This is an optimization exercise on Yosys and OpenROAD, whose aim is small area and a short achievable clock period, not a production implementation.
Function was not checked in any run shown here: the RTL went through the layout flow alone.
Power is estimated from default activity; no workload was simulated.

`flow/config.mk`:
```
export PLATFORM = sky130hd
export DESIGN_NAME = ecc144_codec
export DESIGN_NICKNAME = ecc144_codec
export VERILOG_FILES = /design/flow/design.v
export SDC_FILE = /design/flow/constraint.sdc
export NUM_CORES = 4
export LEC_CHECK = 0
export CAP_MARGIN = 20
export CORE_MARGIN = 2
export CORE_UTILIZATION = 40
export CTS_BUF_LIST = sky130_fd_sc_hd__clkbuf_8
export CTS_CLUSTER_DIAMETER = 50
export CTS_CLUSTER_SIZE = 16
export SETUP_SLACK_MARGIN = 4.5
export SLEW_MARGIN = 20
```
`flow/constraint.sdc`:
```
create_clock -name core_clock -period 7.5 [get_ports {clk}]
set_input_delay 1.5000 -clock core_clock [delete_from_list [all_inputs] [get_ports {clk}]]
set_output_delay 1.5000 -clock core_clock [all_outputs]
set_load 0.01 [all_outputs]
```
`flow/design.v`:
```
module ecc144_codec (
    input  wire         clk,
    input  wire         rst,
    input  wire         in_valid,
    input  wire         in_op,         
    input  wire [2:0]   in_src,
    input  wire [127:0] in_data,
    input  wire [15:0]  in_check,
    output reg          out_valid,
    output reg  [127:0] out_data,
    output reg  [15:0]  out_check,
    output reg  [1:0]   out_status,
    output reg  [5:0]   out_sym,
    output reg  [3:0]   out_err,
    output reg  [15:0]  corr_cnt,
    output reg  [15:0]  uncorr_cnt,
    output reg  [2:0]   last_src,
    output reg  [5:0]   last_sym,
    output reg  [3:0]   last_err
);
    localparam [1:0] ST_OK = 2'd0, ST_CORR = 2'd1, ST_UNCORR = 2'd2;
    localparam [15:0] CNT_MAX = 16'hFFFE;
    function [3:0] gf_mul(input [3:0] x, input [3:0] y);
        reg [6:0] r;
        integer i;
        begin
            r = 7'd0;
            for (i = 0; i < 4; i = i + 1)
                if (y[i]) r = r ^ ({3'd0, x} << i);
            for (i = 6; i >= 4; i = i - 1)
                if (r[i]) r = r ^ (7'h13 << (i - 4));
            gf_mul = r[3:0];
        end
    endfunction
    function [3:0] col_q(input [3:0] a, input [3:0] b);
        begin
            col_q = gf_mul(a, a) ^ gf_mul(a, b) ^ gf_mul(4'h8, gf_mul(b, b));
        end
    endfunction
    wire [15:0] kg = in_check & {16{in_op}};
    wire [27-1:0] pre;      
    wire t144 = in_data[47] ^ in_data[107];
    wire t145 = in_data[79] ^ in_data[87];
    wire t146 = in_data[21] ^ in_data[29];
    wire t147 = in_data[22] ^ in_data[30];
    wire t148 = in_data[23] ^ in_data[31];
    wire t149 = in_data[114] ^ in_data[126];
    wire t150 = in_data[113] ^ in_data[121];
    wire t151 = in_data[73] ^ in_data[77];
    wire t152 = in_data[100] ^ in_data[104];
    wire t153 = in_data[43] ^ in_data[124];
    wire t154 = in_data[91] ^ in_data[95];
    wire t155 = in_data[15] ^ in_data[123];
    wire t156 = in_data[20] ^ in_data[28];
    wire t157 = in_data[90] ^ in_data[94];
    wire t158 = in_data[39] ^ in_data[103];
    wire t159 = in_data[115] ^ t145;
    wire t160 = t144 ^ t158;
    wire t161 = in_data[86] ^ t147;
    wire t162 = in_data[106] ^ in_data[110];
    wire t163 = in_data[51] ^ in_data[59];
    wire t164 = in_data[97] ^ in_data[105];
    wire t165 = in_data[49] ^ in_data[57];
    wire t166 = in_data[89] ^ in_data[93];
    wire t167 = in_data[16] ^ in_data[24];
    wire t168 = in_data[70] ^ in_data[78];
    wire t169 = in_data[7] ^ in_data[71];
    wire t170 = in_data[11] ^ in_data[111];
    wire t171 = in_data[6] ^ in_data[14];
    wire t172 = in_data[88] ^ in_data[92];
    wire t173 = in_data[96] ^ in_data[108];
    wire t174 = in_data[35] ^ in_data[99];
    wire t175 = in_data[112] ^ in_data[116];
    wire t176 = in_data[75] ^ in_data[83];
    wire t177 = in_data[44] ^ in_data[76];
    wire t178 = in_data[65] ^ in_data[69];
    wire t179 = in_data[37] ^ in_data[45];
    wire t180 = in_data[52] ^ in_data[60];
    wire t181 = in_data[117] ^ in_data[125];
    wire t182 = in_data[118] ^ in_data[122];
    wire t183 = in_data[38] ^ in_data[46];
    wire t184 = t150 ^ t181;
    wire t185 = in_data[85] ^ t146;
    wire t186 = t152 ^ t173;
    wire t187 = in_data[120] ^ t153;
    wire t188 = t149 ^ t182;
    wire t189 = t151 ^ t178;
    wire t190 = in_data[82] ^ t157;
    wire t191 = in_data[41] ^ in_data[109];
    wire t192 = in_data[64] ^ in_data[72];
    wire t193 = in_data[119] ^ in_data[127];
    wire t194 = in_data[17] ^ in_data[25];
    wire t195 = in_data[27] ^ in_data[84];
    wire t196 = in_data[53] ^ in_data[61];
    wire t197 = in_data[98] ^ in_data[102];
    wire t198 = in_data[32] ^ in_data[40];
    wire t199 = in_data[4] ^ in_data[12];
    wire t200 = in_data[50] ^ in_data[58];
    wire t201 = in_data[18] ^ in_data[26];
    wire t202 = in_data[66] ^ in_data[74];
    wire t203 = in_data[48] ^ in_data[56];
    wire t204 = in_data[34] ^ in_data[42];
    wire t205 = in_data[2] ^ in_data[10];
    wire t206 = in_data[5] ^ in_data[13];
    wire t207 = in_data[68] ^ t192;
    wire t208 = t155 ^ t169;
    wire t209 = t154 ^ t176;
    wire t210 = t162 ^ t197;
    wire t211 = t148 ^ t174;
    wire t212 = in_data[33] ^ t164;
    wire t213 = t168 ^ t171;
    wire t214 = in_data[36] ^ t177;
    wire t215 = t156 ^ t167;
    wire t216 = in_data[81] ^ t166;
    wire t217 = in_data[80] ^ t172;
    wire t218 = in_data[101] ^ t179;
    wire t219 = t161 ^ t200;
    wire t220 = t160 ^ t163;
    wire t221 = in_data[67] ^ t159;
    wire t222 = t175 ^ t187;
    wire t223 = t165 ^ t185;
    wire t224 = t186 ^ t198;
    wire t225 = in_data[55] ^ in_data[63];
    wire t226 = in_data[1] ^ in_data[9];
    wire t227 = in_data[54] ^ in_data[62];
    wire t228 = in_data[0] ^ in_data[8];
    wire t229 = t183 ^ t205;
    wire t230 = in_data[3] ^ t170;
    wire t231 = kg[11] ^ kg[15];
    wire t232 = in_data[19] ^ t195;
    wire t233 = t180 ^ t199;
    wire t234 = kg[10] ^ kg[14];
    wire t235 = kg[9] ^ kg[13];
    wire t236 = t188 ^ t201;
    wire t237 = t202 ^ t213;
    wire t238 = t189 ^ t235;
    wire t239 = t184 ^ t194;
    wire t240 = t191 ^ t218;
    wire t241 = t209 ^ t225;
    wire t242 = t208 ^ t211;
    wire t243 = t204 ^ t210;
    wire t244 = t193 ^ t230;
    wire t245 = t196 ^ t216;
    wire t246 = t207 ^ t215;
    wire t247 = t190 ^ t227;
    wire t248 = t220 ^ t221;
    wire t249 = t212 ^ t240;
    wire t250 = kg[5] ^ t206;
    wire t251 = t203 ^ t228;
    wire t252 = kg[8] ^ kg[12];
    wire t253 = t217 ^ t233;
    wire t254 = t214 ^ t251;
    wire t255 = t236 ^ t237;
    wire t256 = t219 ^ t247;
    wire t257 = t224 ^ t253;
    wire t258 = t223 ^ t245;
    wire t259 = t226 ^ t239;
    wire t260 = t241 ^ t242;
    wire t261 = t222 ^ t244;
    wire t262 = t229 ^ t243;
    wire t263 = t248 ^ t260;
    wire t264 = in_data[105] ^ in_data[125];
    wire t265 = in_data[108] ^ t170;
    wire t266 = in_data[75] ^ t156;
    wire t267 = t180 ^ t203;
    wire t268 = kg[6] ^ t264;
    wire t269 = t146 ^ t148;
    wire t270 = in_data[84] ^ kg[4];
    wire t271 = in_data[78] ^ kg[7];
    wire t272 = in_data[77] ^ t183;
    wire t273 = t144 ^ t265;
    wire t274 = in_data[122] ^ t267;
    wire t275 = t188 ^ t234;
    wire t276 = t189 ^ t206;
    wire t277 = in_data[119] ^ t250;
    wire t278 = in_data[87] ^ t232;
    wire t279 = t161 ^ t272;
    wire t280 = t160 ^ t268;
    wire t281 = in_data[106] ^ t219;
    wire t282 = in_data[124] ^ t254;
    wire t283 = in_data[91] ^ t238;
    wire t284 = t231 ^ t246;
    wire t285 = t222 ^ t274;
    wire t286 = t224 ^ t271;
    wire t287 = t223 ^ t279;
    wire t288 = t249 ^ t258;
    wire t289 = in_data[127] ^ t249;
    wire t290 = t246 ^ t257;
    wire t291 = t255 ^ t256;
    wire t292 = t232 ^ t261;
    wire t293 = t259 ^ t276;
    wire t294 = t262 ^ t291;
    wire t295 = t263 ^ t292;
    wire t296 = in_data[120] ^ kg[0];
    wire t297 = t175 ^ t252;
    wire t298 = t270 ^ t296;
    wire t299 = t297 ^ t298;
    wire t300 = t282 ^ t299;
    wire t301 = t290 ^ t300;
    wire t302 = kg[1] ^ t250;
    wire t303 = t238 ^ t302;
    wire t304 = t259 ^ t303;
    wire t305 = t288 ^ t304;
    wire t306 = kg[2] ^ kg[6];
    wire t307 = t234 ^ t306;
    wire t309 = in_data[19] ^ in_data[27];
    wire t310 = in_data[43] ^ kg[3];
    wire t311 = kg[7] ^ t309;
    wire t312 = t231 ^ t310;
    wire t313 = t311 ^ t244;
    wire t314 = t312 ^ t313;
    wire t315 = t263 ^ t314;
    wire t316 = in_data[31] ^ in_data[59];
    wire t317 = in_data[63] ^ in_data[68];
    wire t318 = in_data[79] ^ in_data[92];
    wire t319 = in_data[100] ^ in_data[116];
    wire t320 = kg[4] ^ kg[12];
    wire t321 = t153 ^ t154;
    wire t322 = t155 ^ t165;
    wire t323 = t195 ^ t196;
    wire t324 = t316 ^ t317;
    wire t325 = t318 ^ t319;
    wire t326 = t184 ^ t214;
    wire t327 = t233 ^ t266;
    wire t328 = t320 ^ t321;
    wire t329 = t322 ^ t323;
    wire t330 = t324 ^ t325;
    wire t331 = t236 ^ t273;
    wire t332 = t326 ^ t327;
    wire t333 = t328 ^ t329;
    wire t334 = t330 ^ t256;
    wire t335 = t331 ^ t332;
    wire t336 = t333 ^ t289;
    wire t337 = t334 ^ t335;
    wire t339 = in_data[8] ^ in_data[12];
    wire t340 = in_data[15] ^ in_data[19];
    wire t341 = in_data[23] ^ in_data[24];
    wire t342 = in_data[28] ^ in_data[40];
    wire t343 = in_data[41] ^ in_data[51];
    wire t344 = in_data[55] ^ in_data[56];
    wire t345 = in_data[60] ^ in_data[69];
    wire t346 = in_data[72] ^ in_data[93];
    wire t347 = in_data[104] ^ kg[13];
    wire t348 = t150 ^ t172;
    wire t349 = t176 ^ t177;
    wire t350 = t201 ^ t339;
    wire t351 = t340 ^ t341;
    wire t352 = t342 ^ t343;
    wire t353 = t344 ^ t345;
    wire t354 = t346 ^ t159;
    wire t355 = t187 ^ t190;
    wire t356 = t212 ^ t347;
    wire t357 = t348 ^ t349;
    wire t358 = t350 ^ t351;
    wire t359 = t352 ^ t353;
    wire t360 = t243 ^ t273;
    wire t361 = t277 ^ t354;
    wire t362 = t355 ^ t356;
    wire t363 = t357 ^ t358;
    wire t364 = t359 ^ t287;
    wire t365 = t360 ^ t361;
    wire t366 = t362 ^ t363;
    wire t367 = t364 ^ t365;
    wire t369 = in_data[9] ^ in_data[13];
    wire t370 = in_data[25] ^ in_data[29];
    wire t371 = in_data[45] ^ in_data[57];
    wire t372 = in_data[61] ^ in_data[83];
    wire t373 = in_data[94] ^ in_data[98];
    wire t374 = in_data[111] ^ in_data[114];
    wire t375 = in_data[121] ^ kg[14];
    wire t376 = t151 ^ t154;
    wire t377 = t166 ^ t191;
    wire t378 = t204 ^ t369;
    wire t379 = t370 ^ t371;
    wire t380 = t372 ^ t373;
    wire t381 = t374 ^ t211;
    wire t382 = t213 ^ t215;
    wire t383 = t217 ^ t375;
    wire t384 = t376 ^ t377;
    wire t385 = t378 ^ t379;
    wire t386 = t380 ^ t278;
    wire t387 = t280 ^ t381;
    wire t388 = t382 ^ t383;
    wire t389 = t384 ^ t385;
    wire t390 = t281 ^ t285;
    wire t391 = t386 ^ t387;
    wire t392 = t388 ^ t389;
    wire t393 = t390 ^ t391;
    wire t395 = in_data[10] ^ in_data[14];
    wire t396 = in_data[26] ^ in_data[30];
    wire t397 = in_data[36] ^ in_data[42];
    wire t398 = in_data[44] ^ in_data[46];
    wire t399 = in_data[58] ^ in_data[62];
    wire t400 = in_data[74] ^ in_data[95];
    wire t401 = in_data[107] ^ in_data[126];
    wire t402 = kg[15] ^ t157;
    wire t403 = t162 ^ t163;
    wire t404 = t395 ^ t396;
    wire t405 = t397 ^ t398;
    wire t406 = t399 ^ t400;
    wire t407 = t401 ^ t159;
    wire t408 = t402 ^ t403;
    wire t409 = t404 ^ t405;
    wire t410 = t406 ^ t239;
    wire t411 = t242 ^ t407;
    wire t412 = t408 ^ t409;
    wire t413 = t258 ^ t285;
    wire t414 = t286 ^ t410;
    wire t415 = t411 ^ t412;
    wire t416 = t413 ^ t414;
    wire t418 = in_data[76] ^ t186;
    wire t419 = t207 ^ t217;
    wire t420 = t252 ^ t418;
    wire t421 = t419 ^ t420;
    wire t423 = in_data[85] ^ in_data[101];
    wire t424 = in_data[109] ^ t164;
    wire t425 = t423 ^ t184;
    wire t426 = t216 ^ t424;
    wire t427 = t238 ^ t254;
    wire t428 = t425 ^ t426;
    wire t429 = t427 ^ t428;
    wire t430 = t290 ^ t429;
    wire t432 = in_data[86] ^ t168;
    wire t433 = t202 ^ t190;
    wire t434 = t210 ^ t432;
    wire t435 = t275 ^ t433;
    wire t436 = t434 ^ t435;
    wire t437 = t288 ^ t293;
    wire t439 = in_data[71] ^ in_data[99];
    wire t440 = in_data[103] ^ in_data[107];
    wire t441 = in_data[111] ^ in_data[123];
    wire t442 = t193 ^ t439;
    wire t443 = t440 ^ t441;
    wire t444 = t209 ^ t231;
    wire t445 = t442 ^ t443;
    wire t446 = t221 ^ t444;
    wire t447 = t445 ^ t446;
    wire t449 = in_data[3] ^ in_data[11];
    wire t450 = t147 ^ t167;
    wire t451 = t194 ^ t205;
    wire t452 = t449 ^ t269;
    wire t453 = t270 ^ t450;
    wire t454 = t451 ^ t452;
    wire t455 = t453 ^ t248;
    wire t456 = t255 ^ t257;
    wire t457 = t283 ^ t454;
    wire t458 = t289 ^ t455;
    wire t459 = t456 ^ t457;
    wire t461 = in_data[64] ^ in_data[88];
    wire t462 = in_data[112] ^ t152;
    wire t463 = t171 ^ t179;
    wire t464 = t461 ^ t185;
    wire t465 = t208 ^ t266;
    wire t466 = t462 ^ t463;
    wire t467 = t220 ^ t245;
    wire t468 = t275 ^ t277;
    wire t469 = t278 ^ t464;
    wire t470 = t465 ^ t466;
    wire t471 = t262 ^ t282;
    wire t472 = t283 ^ t467;
    wire t473 = t468 ^ t469;
    wire t474 = t470 ^ t471;
    wire t475 = t472 ^ t473;
    wire t477 = in_data[7] ^ in_data[65];
    wire t478 = in_data[76] ^ in_data[89];
    wire t479 = in_data[113] ^ in_data[115];
    wire t480 = t155 ^ t174;
    wire t481 = t199 ^ t226;
    wire t482 = t228 ^ t477;
    wire t483 = t478 ^ t479;
    wire t484 = t218 ^ t234;
    wire t485 = t480 ^ t481;
    wire t486 = t482 ^ t483;
    wire t487 = t237 ^ t247;
    wire t488 = t280 ^ t484;
    wire t489 = t485 ^ t486;
    wire t490 = t261 ^ t284;
    wire t491 = t287 ^ t487;
    wire t492 = t488 ^ t489;
    wire t493 = t490 ^ t491;
    wire t495 = in_data[15] ^ in_data[39];
    wire t496 = in_data[47] ^ in_data[66];
    wire t497 = in_data[67] ^ in_data[90];
    wire t498 = in_data[102] ^ t145;
    wire t499 = t149 ^ t169;
    wire t500 = t495 ^ t496;
    wire t501 = t497 ^ t214;
    wire t502 = t229 ^ t252;
    wire t503 = t269 ^ t498;
    wire t504 = t499 ^ t500;
    wire t505 = t241 ^ t501;
    wire t506 = t502 ^ t503;
    wire t507 = t504 ^ t281;
    wire t508 = t284 ^ t286;
    wire t509 = t505 ^ t506;
    wire t510 = t293 ^ t507;
    wire t511 = t508 ^ t509;
    assign pre[0] = t294;
    assign pre[1] = t295;
    assign pre[2] = t301;
    assign pre[3] = t305;
    assign pre[4] = t307;
    assign pre[5] = t315;
    assign pre[6] = t336;
    assign pre[7] = t337;
    assign pre[8] = t366;
    assign pre[9] = t367;
    assign pre[10] = t392;
    assign pre[11] = t393;
    assign pre[12] = t415;
    assign pre[13] = t416;
    assign pre[14] = t421;
    assign pre[15] = t430;
    assign pre[16] = t436;
    assign pre[17] = t437;
    assign pre[18] = t447;
    assign pre[19] = t458;
    assign pre[20] = t459;
    assign pre[21] = t474;
    assign pre[22] = t475;
    assign pre[23] = t492;
    assign pre[24] = t493;
    assign pre[25] = t510;
    assign pre[26] = t511;
    reg         r1_valid;
    reg         r1_op;
    reg [2:0]   r1_src;
    reg [127:0] r1_data;
    reg [15:0]  r1_check;
    reg [27-1:0] r1_pre;
    always @(posedge clk) begin
        if (rst) r1_valid <= 1'b0;
        else     r1_valid <= in_valid;
        r1_op    <= in_op;
        r1_src   <= in_src;
        r1_data  <= in_data;
        r1_check <= in_check;
        r1_pre   <= pre;
    end
    wire [15:0] syn;
    assign syn[0] = r1_pre[2];
    assign syn[1] = r1_pre[3];
    assign syn[2] = r1_pre[4] ^ r1_pre[0];
    assign syn[3] = r1_pre[5];
    assign syn[4] = r1_pre[6] ^ r1_pre[7];
    assign syn[5] = r1_pre[8] ^ r1_pre[9];
    assign syn[6] = r1_pre[10] ^ r1_pre[11];
    assign syn[7] = r1_pre[12] ^ r1_pre[13];
    assign syn[8] = r1_pre[14] ^ r1_pre[1];
    assign syn[9] = r1_pre[1] ^ r1_pre[15];
    assign syn[10] = r1_pre[16] ^ r1_pre[17];
    assign syn[11] = r1_pre[18] ^ r1_pre[0];
    assign syn[12] = r1_pre[19] ^ r1_pre[20];
    assign syn[13] = r1_pre[21] ^ r1_pre[22];
    assign syn[14] = r1_pre[23] ^ r1_pre[24];
    assign syn[15] = r1_pre[25] ^ r1_pre[26];
    wire [3:0] s0 = syn[3:0];
    wire [3:0] s1 = syn[7:4];
    wire [3:0] s2 = syn[11:8];
    wire [3:0] s3 = syn[15:12];
    wire [3:0] c1 = s3 ^ gf_mul(4'h8, s2);
    wire [3:0] c3 = s1 ^ c1;
    wire [3:0] c2 = s2 ^ c3;
    wire [3:0] c0 = s0 ^ s2 ^ c1;
    wire [15:0] enc_check = {c3, c2, c1, c0};
    wire nz0  = |s0;
    wire zero = ~|{s3, s2, s1, s0};
    wire [15:0] eq1;
    wire [3:0]  eq2;
    genvar gc;
    generate
        for (gc = 0; gc < 16; gc = gc + 1) begin : g_eq1
            assign eq1[gc] = (s1 == gf_mul(gc, s0));
        end
        for (gc = 0; gc < 4; gc = gc + 1) begin : g_eq2
            assign eq2[gc] = (s2 == gf_mul(gc, s0));
        end
    endgenerate
    wire [3:0] qe  = gf_mul(s1, s1) ^ gf_mul(s1, s2) ^ gf_mul(4'h8, gf_mul(s2, s2)) ^ gf_mul(s0, s3);
    wire       qok = (qe == 4'h0);
    wire is_data = eq2[2] | eq2[3];
    wire posok   = is_data | ((eq2[0] | eq2[1]) & (eq1[0] | eq1[1]));
    wire corr    = nz0 & qok & posok;
    wire [3:0] a_bin;
    assign a_bin[0] = |{eq1[1], eq1[3], eq1[5], eq1[7], eq1[9], eq1[11], eq1[13], eq1[15]};
    assign a_bin[1] = |{eq1[2], eq1[3], eq1[6], eq1[7], eq1[10], eq1[11], eq1[14], eq1[15]};
    assign a_bin[2] = |{eq1[4], eq1[5], eq1[6], eq1[7], eq1[12], eq1[13], eq1[14], eq1[15]};
    assign a_bin[3] = |eq1[15:8];
    wire [5:0] pos = is_data ? {1'b0, eq2[3], a_bin} : {2'b10, 2'b00, eq2[1], a_bin[0]};
    wire [1:0] dec_status = zero ? ST_OK : (corr ? ST_CORR : ST_UNCORR);
    wire [5:0] dec_sym    = corr ? pos : 6'd0;
    wire [3:0] dec_err    = corr ? s0 : 4'h0;
    wire [15:0] eq3;
    generate
        for (gc = 0; gc < 16; gc = gc + 1) begin : g_eq3
            assign eq3[gc] = (s3 == gf_mul(gc, s0));
        end
    endgenerate
    wire [127:0] cdata;
    generate
        for (gc = 0; gc < 16; gc = gc + 1) begin : g_cd
            assign cdata[4*gc +: 4]      = s0 & {4{r1_op & eq1[gc] & eq2[2] & eq3[col_q(gc, 4'h2)]}};
            assign cdata[64 + 4*gc +: 4] = s0 & {4{r1_op & eq1[gc] & eq2[3] & eq3[col_q(gc, 4'h3)]}};
        end
    endgenerate
    wire [15:0] ccheck = {s0 & {4{r1_op & eq1[1] & eq2[1] & eq3[col_q(4'h1, 4'h1)]}},
                          s0 & {4{r1_op & eq1[0] & eq2[1] & eq3[col_q(4'h0, 4'h1)]}},
                          s0 & {4{r1_op & eq1[1] & eq2[0] & eq3[col_q(4'h1, 4'h0)]}},
                          s0 & {4{r1_op & eq1[0] & eq2[0] & eq3[col_q(4'h0, 4'h0)]}}};
    reg [2:0] out_src;
    always @(posedge clk) begin
        if (rst) out_valid <= 1'b0;
        else     out_valid <= r1_valid;
        out_src    <= r1_src;
        out_data   <= r1_data ^ cdata;
        out_check  <= r1_op ? (r1_check ^ ccheck) : enc_check;
        out_status <= r1_op ? dec_status : ST_OK;
        out_sym    <= r1_op ? dec_sym : 6'd0;
        out_err    <= r1_op ? dec_err : 4'h0;
    end
    always @(posedge clk) begin
        if (rst) begin
            corr_cnt   <= 16'd0;
            uncorr_cnt <= 16'd0;
            last_src   <= 3'd0;
            last_sym   <= 6'd0;
            last_err   <= 4'h0;
        end else if (out_valid) begin
            if (out_status == ST_CORR) begin
                if (corr_cnt != CNT_MAX) corr_cnt <= corr_cnt + 16'd1;
                last_src <= out_src;
                last_sym <= out_sym;
                last_err <= out_err;
            end
            if (out_status == ST_UNCORR && uncorr_cnt != CNT_MAX)
                uncorr_cnt <= uncorr_cnt + 16'd1;
        end
    end
endmodule
```
`flow/flow/run.sh`:
```
#!/bin/bash
# The standard layout, with every port buffered by a buf_2 cell instead of the default
# clkdlybuf4s50_1 (smaller and faster); the tools' output goes to standard.log here.
set -euo pipefail
export BUFFER_PORTS_ARGS="-buffer_cell sky130_fd_sc_hd__buf_2"
bash standard.sh > standard.log 2>&1
```
`flow/standard.sh`:
```
#!/bin/bash
# synth_recipe.tcl (not shown) runs the flow's synth.tcl, then flattens the netlist and writes it again
# the make line also repeats each setting of config.mk as NAME=value (left out here)
make -C /OpenROAD-flow-scripts/flow DESIGN_CONFIG=/design/flow/config.mk WORK_HOME=/design/flow/orfs CLKGATE_MAP_FILE= SYNTH_SCRIPT=/design/flow/synth_recipe.tcl "${@:-finish}"
```
==> summary.md, run 1 <==
| Metric | Value |
|---|---|
| Cells on worst reg2reg path | 11 |
| F_max | 331 MHz |
| Xor/xnor share of the synthesized area | 35.7% |
| Met3 usage | 5.33% |
| Worst Setup End Kind | flip-flop |
| Crit path to | out_data[70]$_DFF_P_ |
| Avg WL per Cell | 22.6 um |
| R2R setup slack | 4.48 ns |
| DRT iter0 DRCs | 933 |
| Synth Area in Simple Gates | 13.1% |
| Main flop type after synthesis | dfxtp_1 |
| Setup violators final | 0 |
| Nets | 2281 |
| P_leak | 8.60 nW |
| DRT Pass-1 Iters | 8 |
| Total track usage | 26.6% |
| Syn Inst Count | 1714 |
| Layer with the highest usage | met2 |
| Reg2reg end | out_data[70]$_DFF_P_ |
| Mux cell area share after synthesis | 0.419% |
| Main combinational cell family by area after synthesis | XOR/XNOR gates |
| Post-synth cell types | 67 |
| R2r startpoint | r1_pre[4]$_DFF_P_ |
| RSZ-0062 raised after global routing | yes |
| Share of cells above drive strength 1 | 27.6% |
| Die height | 210 um |
| Critical path startpoint | r1_pre[4]$_DFF_P_ |
| Worst min-delay path class | reg -> reg |
| Critical path required time | 8.00 ns |
| CP Class | reg -> reg |
| Die Span X | 210 um |
| Clock latency (worst-skew pair) | 0.63 ns |
| CTS sink cnt | 381 |
| Final hold viol count | 0 |
| Starting density of the core | 40.6% |
| Met1 GRT Util | 32.6% |
| Reg clk slew, reported paths | 0.10 ns |
| First-pass GRT wire length | 85.5 mm |
| Synth top area share | 44.8% |
| Number of global-route vias before repair | 13.0k |
| Pwr dens | 522 nW/um^2 |
| Antenna-violating nets left | 0 |
| Vias after detailed routing | 13.2k |
| Synth area leader | dfxtp_1 |
| Final WL | 60.6 mm |
| Htree depth | 2 |
| TritonCTS clock tree | yes |
| Die ar. | 44200 sq um |
| Cts hold-fix bufs | 0 |
| Clk root buf | clkbuf_8 |
| Maxcap violations | 0 |
| Relative slew slack | 33.8% |
| Num rows | 75 |
| Max Slew Vio Count | 0 |
| RePlAce Congestion | 0.935 |
| Critical Path Fanout Max | 7 |
| Placeable Area | 41900 sq um |
| Avg Inst Size Synth | 9.94 sq um |
| Synth area leaders | dfxtp_1, xnor2_1, xor2_1, nand2_1, nor2_1 |
| Met2 Use GR | 46.1% |
| Final min period | 3.02 ns |
| Mapped Area | 17000 sq um |
| P&R area growth vs syn | 25.7% |
| EDFF count, synth | 0 |
| Top Ports | 353 |
| Inserted Clock Buffers | 40 |
| Status | complete, no violations |
| Largest net degree at the start of global routing | 55 |
| FFs w/ async S/R, synth | 0% |
| Least-Margin Pin Slew | 0.990 ns |
| Synthesized net count | 1882 |
| Clock buffer depth | 3 |
| Residual DRC | 0 |
| Setup_tns | 0 ns |
| Crit path DAT | 3.52 ns |
| Synth Area in Compound Gates | 3.17% |
| Hold WS | 0.325 ns |
| Post-DP HPWL | 46.8 mm |
| Post-synthesis adder-cell area fraction | 1.25% |
| Max VDD drop | 0.000287 V |
| Grt ovf | 0 |
| Fin crit share | 40.2% |
| Synth warnings | 1 |
| Inserted Diodes | 0 |
| I/O Buffers | 352 |
| Antenna violations before repair | 5 |
| #FFs+latches synth | 381 |
| Crit start category | flip-flop |
| Sequential share of the synthesized area | 44.8% |
| Via/cell ratio | 4.94 |
| Clk_skew | 0.0419 ns |
==> state kept, by name, indices dropped and copies added, names as in the netlist <==
name        count
last_sym        6
out_sym         6
last_err        4
out_err         4
corr_cnt       16
r1_pre         27
r1_valid        1
r1_op           1
out_status      2
uncorr_cnt     16
out_valid       1
r1_data       128
out_check      16
last_src        3
r1_src          3
out_src         3
r1_check       16
out_data      128
==> cells by family after synthesis <==
logic type,after synthesis
XOR/XNOR,664
adder cells (fa/ha/maj),17
buffers and inverters,67
AND/OR/NAND/NOR,493
flip-flops,381
AO/OA/AOI/OAI,85
multiplexers,7
==> repair_timing <==
item	in CTS	in global routing
pin swaps	9	16
gates resized for setup	81	38
buffers inserted	16	23
endpoints found under the setup margin	161	96
cloned	0	1
==> metrics by stage <==
stage | cells | instance area [sq um] | worst slack, ns | utilization (%) | total power, mW
5_1_grt | 2683 | 21400 | 4.43 | 51.0 | 11.7
3_3_place_gp | 2570 | 19400 | 3.25 | 46.3 | 8.76
6_report | 2683 | 21400 | 4.48 | 51.0 | 11.2
3_5_place_dp | 2570 | 19400 | 3.29 | 46.3 | 8.77
2_1_floorplan | 1714 | 17100 | 4.51 | - | 7.14
4_1_cts | 2659 | 20900 | 4.44 | 49.9 | 10.7
==> critical path: stages, from the launching register on <==
cell and delay [ns]:
dfxtp_4 0.40, xor2_4 0.24, clkinv_8 0.11, ha_4 0.31
xor3_2 0.36, xnor2_2 0.19, or4_4 0.49, a21o_4 0.25
nor3_4 0.16, buf_12 0.16, nand2_1 0.08, xnor2_2 0.14
==> cell usage after synthesis (2+ instances only) <==
cell type,n
a211o_1,2
a211oi_1,8
a21o_1,2
a21oi_1,31
a31oi_1,4
and2_1,5
and3_1,19
and4_1,3
buf_1,4
buf_2,11
clkbuf_1,37
clkinv_1,2
dfxtp_1,381
ha_1,17
inv_1,7
inv_2,5
mux2i_1,6
nand2_1,243
nand2b_1,4
nand3_1,31
nand4_1,15
nor2_1,100
nor2b_1,5
nor3_1,35
nor3_2,2
nor4_1,5
nor4_2,4
o2111ai_1,2
o211ai_1,4
o21a_1,2
o21ai_0,12
o221ai_1,2
o22ai_1,6
or3_1,7
or4_1,2
xnor2_1,519
xnor2_2,8
xnor3_1,9
xor2_1,120
xor2_2,5
xor3_1,2
==> layout by cell type (no fill, tap or decap), types with 12 or more instances in the layout <==
cell / n
nand3_1: 31
buf_2: 352
xnor2_2: 26
nand4_1: 15
a21oi_1: 31
xnor2_1: 496
buf_4: 50
o21ai_0: 12
nand2_1: 239
nor2_1: 84
clkbuf_8: 44
dfxtp_1: 377
nor3_1: 29
xor2_1: 116
and3_1: 19
ha_1: 15
==> how the worst min path moves through the flow <==
stage,start,end,depth (start not counted)
after detailed placement,r1_src[0]$_DFF_P_,out_src[0]$_DFF_P_,0
after global placement,r1_src[0]$_DFF_P_,out_src[0]$_DFF_P_,0
after floorplan,r1_src[0]$_DFF_P_,out_src[0]$_DFF_P_,0
after CTS,r1_src[1]$_DFF_P_,out_src[1]$_DFF_P_,0
after global routing,r1_src[2]$_DFF_P_,out_src[2]$_DFF_P_,0
final,r1_src[1]$_DFF_P_,out_src[1]$_DFF_P_,0
==> power by group <==
group | internal (mW) | switching, mW
sequential | 2.27 | 0.176
clock | 0.729 | 0.827
combinational | 3.07 | 4.10
==> per-layer routing <==
layer	vias up	wire length, um
li1	6280	-
met1	6276	24800
met2	550	29500
met3	125	3830
met4	10	2430
met5	-	63
==> cell type report <==
type | instances | area, sq um
fillers | 3939 | 20500
flip-flops and latches | 381 | 7640
well taps | 539 | 674
repair buffers | 410 | 2300
multi-input cells | 1266 | 9760
inverters | 14 | 70.1
clock buffers | 44 | 606
clock inverters | 29 | 349
==> run 2: changes to the inputs <==
--- a/flow/config.mk
+++ b/flow/config.mk
@@ -13,3 +13,3 @@
 export CTS_CLUSTER_SIZE = 16
-export SETUP_SLACK_MARGIN = 4.5
+export SETUP_SLACK_MARGIN = 4.8
 export SLEW_MARGIN = 20
==> run 2 against run 1 <==
Against the previous run: register-to-register slack improved by 0.11 ns; wire length up 6.7%; largest cell class unchanged; critical path depth down 1.
==> summary.md, run 2 <==
| Metric | Value |
|---|---|
| Status | complete, no violations |
| Setup_tns | 0 ns |
| Residual DRC | 0 |
| Sw Ratio | 46.3% |
| Commonest cells post-synth | xnor2_1, dfxtp_1, nand2_1, xor2_1, nor2_1 |
| Avg WL per Cell | 23.6 um |
| Die height | 210 um |
| Clock share of power | 11.5% |
| F_max | 344 MHz |
| Die Span X | 210 um |
| Total track usage | 28.4% |
| Pwr dens | 553 nW/um^2 |
| Reg power frac | 19.2% |
| Critical path's slowest cell | or4_1 |
| Setup violators final | 0 |
| Maxcap violations | 0 |
| Least-Margin Pin Slew | 0.941 ns |
| I/O Buffers | 352 |
| # fillers | 3702 |
| Critical path required time | 8.06 ns |
| RePlAce Congestion | 0.932 |
| CP Class | reg -> reg |
| Post-synth cell types | 67 |
| Combinational Power Share | 69.3% |
| Reg clk slew, reported paths | 0.10 ns |
| Grt ovf | 0 |
| Htree depth | 2 |
| Syn Inst Count | 1714 |
| Crit path buf inv count | 1 |
| Antenna-violating nets left | 0 |
| Worst Setup End Kind | flip-flop |
| Pint | 6.92 mW |
| Most frequent cell after synthesis | xnor2_1 |
| Sw Pwr | 5.96 mW |
| Final hold viol count | 0 |
| Number of global-route vias before repair | 13.7k |
| P&R area growth vs syn | 36.9% |
| Nets | 2347 |
| Sequential share of the synthesized area | 44.8% |
| RSZ-0062 raised after global routing | yes |
| Post-DP HPWL | 47.5 mm |
| Share of cells above drive strength 1 | 38.2% |
| Critical Path Fanout Max | 4 |
| Synth area leader | dfxtp_1 |
| #FFs+latches synth | 381 |
| Most frequent cells in the layout | xnor2_1, buf_2, dfxtp_1 |
| Clock buffer depth | 3 |
| Max stage delay on crit path | 0.48 ns |
| Vias after detailed routing | 13.8k |
| Finished Cell Area | 23300 sq um |
| Inserted Clock Buffers | 38 |
| Synth warnings | 1 |
| Placed cell areas | 19800 sq um |
| CTS sink cnt | 381 |
| Crit path DAT | 3.46 ns |
| DRT Pass-1 Iters | 5 |
| Sequential cell area | 7720 sq um |
| TritonCTS clock tree | yes |
| Max VDD drop | 0.000302 V |
| Clk root buf | clkbuf_8 |
| DRT iter0 DRCs | 974 |
| Via/cell ratio | 5.04 |
| Regs by FF count | out_data x128, r1_data x128, r1_pre x27 |
| Top Ports | 353 |
| Placeable Area | 41900 sq um |
| First-pass GRT wire length | 90.9 mm |
| Num rows | 75 |
| Main flop type after synthesis | dfxtp_1 |
| Footprint of the multi-input gates | 10900 sq um |
| Final WL | 64.7 mm |
| Worst min-delay path class | reg -> reg |
| Clk_skew | 0.0323 ns |
| Synth top area share | 44.8% |
| Largest net degree at the start of global routing | 48 |
| Avg Inst Size Synth | 9.94 sq um |
| Antenna violations before repair | 3 |
| Fin crit share | 38.7% |
| Mapped Area | 17000 sq um |
| Clock latency (worst-skew pair) | 0.64 ns |
| Die ar. | 44200 sq um |
| Critical path's top delay family | XOR/XNOR gates |
| Crit start category | flip-flop |
| Synth area leaders | dfxtp_1, xnor2_1, xor2_1, nand2_1, nor2_1 |
| Synthesized net count | 1882 |
| Crit path cell chain | xor2_4 -> inv_8 -> ha_4 -> xor3_2 -> xnor2_1 -> or4_1 -> a21o_4 -> nor3_4 -> nand2_1 -> xnor2_1 |
| P_leak | 9.48 nW |
| FFs w/ async S/R, synth | 0% |
| Most common library cell in the layout ignoring fill and taps | xnor2_1 |
| Relative slew slack | 37.0% |
| EDFF count, synth | 0 |
| Cts hold-fix bufs | 0 |
| Final min period | 2.90 ns |
| Starting density of the core | 40.6% |
| Cell repeated most along the worst path | xnor2_1 |
| Max Slew Vio Count | 0 |
==> run 2: cell counts after synthesis <==
No cell type changed its count.
==> run 2: path summary, 6_finish.rpt <==
check	endpoint	slack, ns	depth (start not counted)	start
hold / removal	out_src[2]$_DFF_P_	0.32	0	r1_src[2]$_DFF_P_
setup reg to reg	out_data[74]$_DFF_P_	4.60	10	r1_pre[0]$_DFF_P_
setup / recovery	out_data[74]$_DFF_P_	4.60	10	r1_pre[0]$_DFF_P_
hold reg to reg	out_src[2]$_DFF_P_	0.32	0	r1_src[2]$_DFF_P_
==> run 2: final cells by class <==
class,count,share of cell area [%]
Antenna cell,1,0.0107
Clock buffer,40,2.36
Clock inverter,25,1.29
Inverter,14,0.365
Multi-Input combinational cell,1267,46.8
Sequential cell,381,33.1
Tap cell,539,2.89
Timing Repair Buffer,477,13.1
==> run 2: stage by stage <==
stage               power, mW  instances  setup slack (ns)  util (%)  hold WS [ns]
global route             13.4       2743              4.54      55.6         0.337
floorplan                7.23       1714              4.64         -         0.310
finish                   12.9       2744              4.60      55.6         0.322
detailed placement       8.93       2568              3.40      47.3         0.314
global placement         8.95       2568              3.47      47.3         0.310
CTS                      11.7       2699              4.62      52.8         0.329
==> run 2: layer usage <==
metal  global-route usage (%)  up-vias  wire length (um)
met5                        0        -                21
met4                     13.7        4              3240
met3                     5.30      194              4500
met2                     48.7      625             31400
met1                     34.2     6607             25500
li1                         -     6405                 -
==> run 2: timing repair <==
| item | CTS | global route |
|---|---|---|
| cloned | 6 | 1 |
| pin swaps | 39 | 89 |
| setup endpoints to repair | 201 | 178 |
| setup buffers | 60 | 43 |
| resized for setup | 162 | 180 |
==> run 2: cell families after synthesis <==
group	Yosys count	share of synthesized area, %
xor+xnor	664	35.7
simple gates	493	13.1
mux	7	0.419
flops	381	44.8
compound gates	85	3.17
buf+inv	67	1.58
fa+ha+maj	17	1.25
==> run 2: power by group through the flow <==
| stage | Sequential, mW | Combinational, mW | Clock (mW) |
|---|---|---|---|
| finish | 2.48 | 8.93 | 1.48 |
| global route | 2.50 | 9.32 | 1.58 |
| CTS | 2.48 | 7.75 | 1.51 |
| detailed placement | 2.56 | 6.37 | 0 |
| global placement | 2.55 | 6.40 | 0 |
| floorplan | 2.48 | 4.75 | 0 |

[re-timing with driven ports]
How much do the figures lean on ideal ports? The routed layouts below were timed once more, with nothing changed but the port constraints.
Step 1 (the two cells are an assumption about what drives the block):
set clk [get_ports {clk}]
set_driving_cell -lib_cell sky130_fd_sc_hd__clkbuf_16 $clk
set_driving_cell -lib_cell sky130_fd_sc_hd__buf_2 [delete_from_list [all_inputs] $clk]
Step 2 adds t to the input delays and takes it off the output delays; t is the mean of the earliest and latest rising clock arrival at the registers after step 1. Input paths then give back, and output paths get back, about the clock's delay inside the block.
a / b / c = ideal ports / drivers / drivers and shift; a / b = the first two.
| run | t (ns) | setup slack, ns | clock arrival spread, ns |
|---|---|---|---|
| run 1 | 0.657 | 4.481 / 4.481 / 3.897 | 0.042 / 0.041 |
| run 2 | 0.674 | 4.595 / 4.595 / 4.138 | 0.034 / 0.034 |
After both steps every run listed still meets setup and hold. For run 1, which loses most, drivers alone change the setup slack by 0.000 ns; drivers and shift together by -0.584 ns.
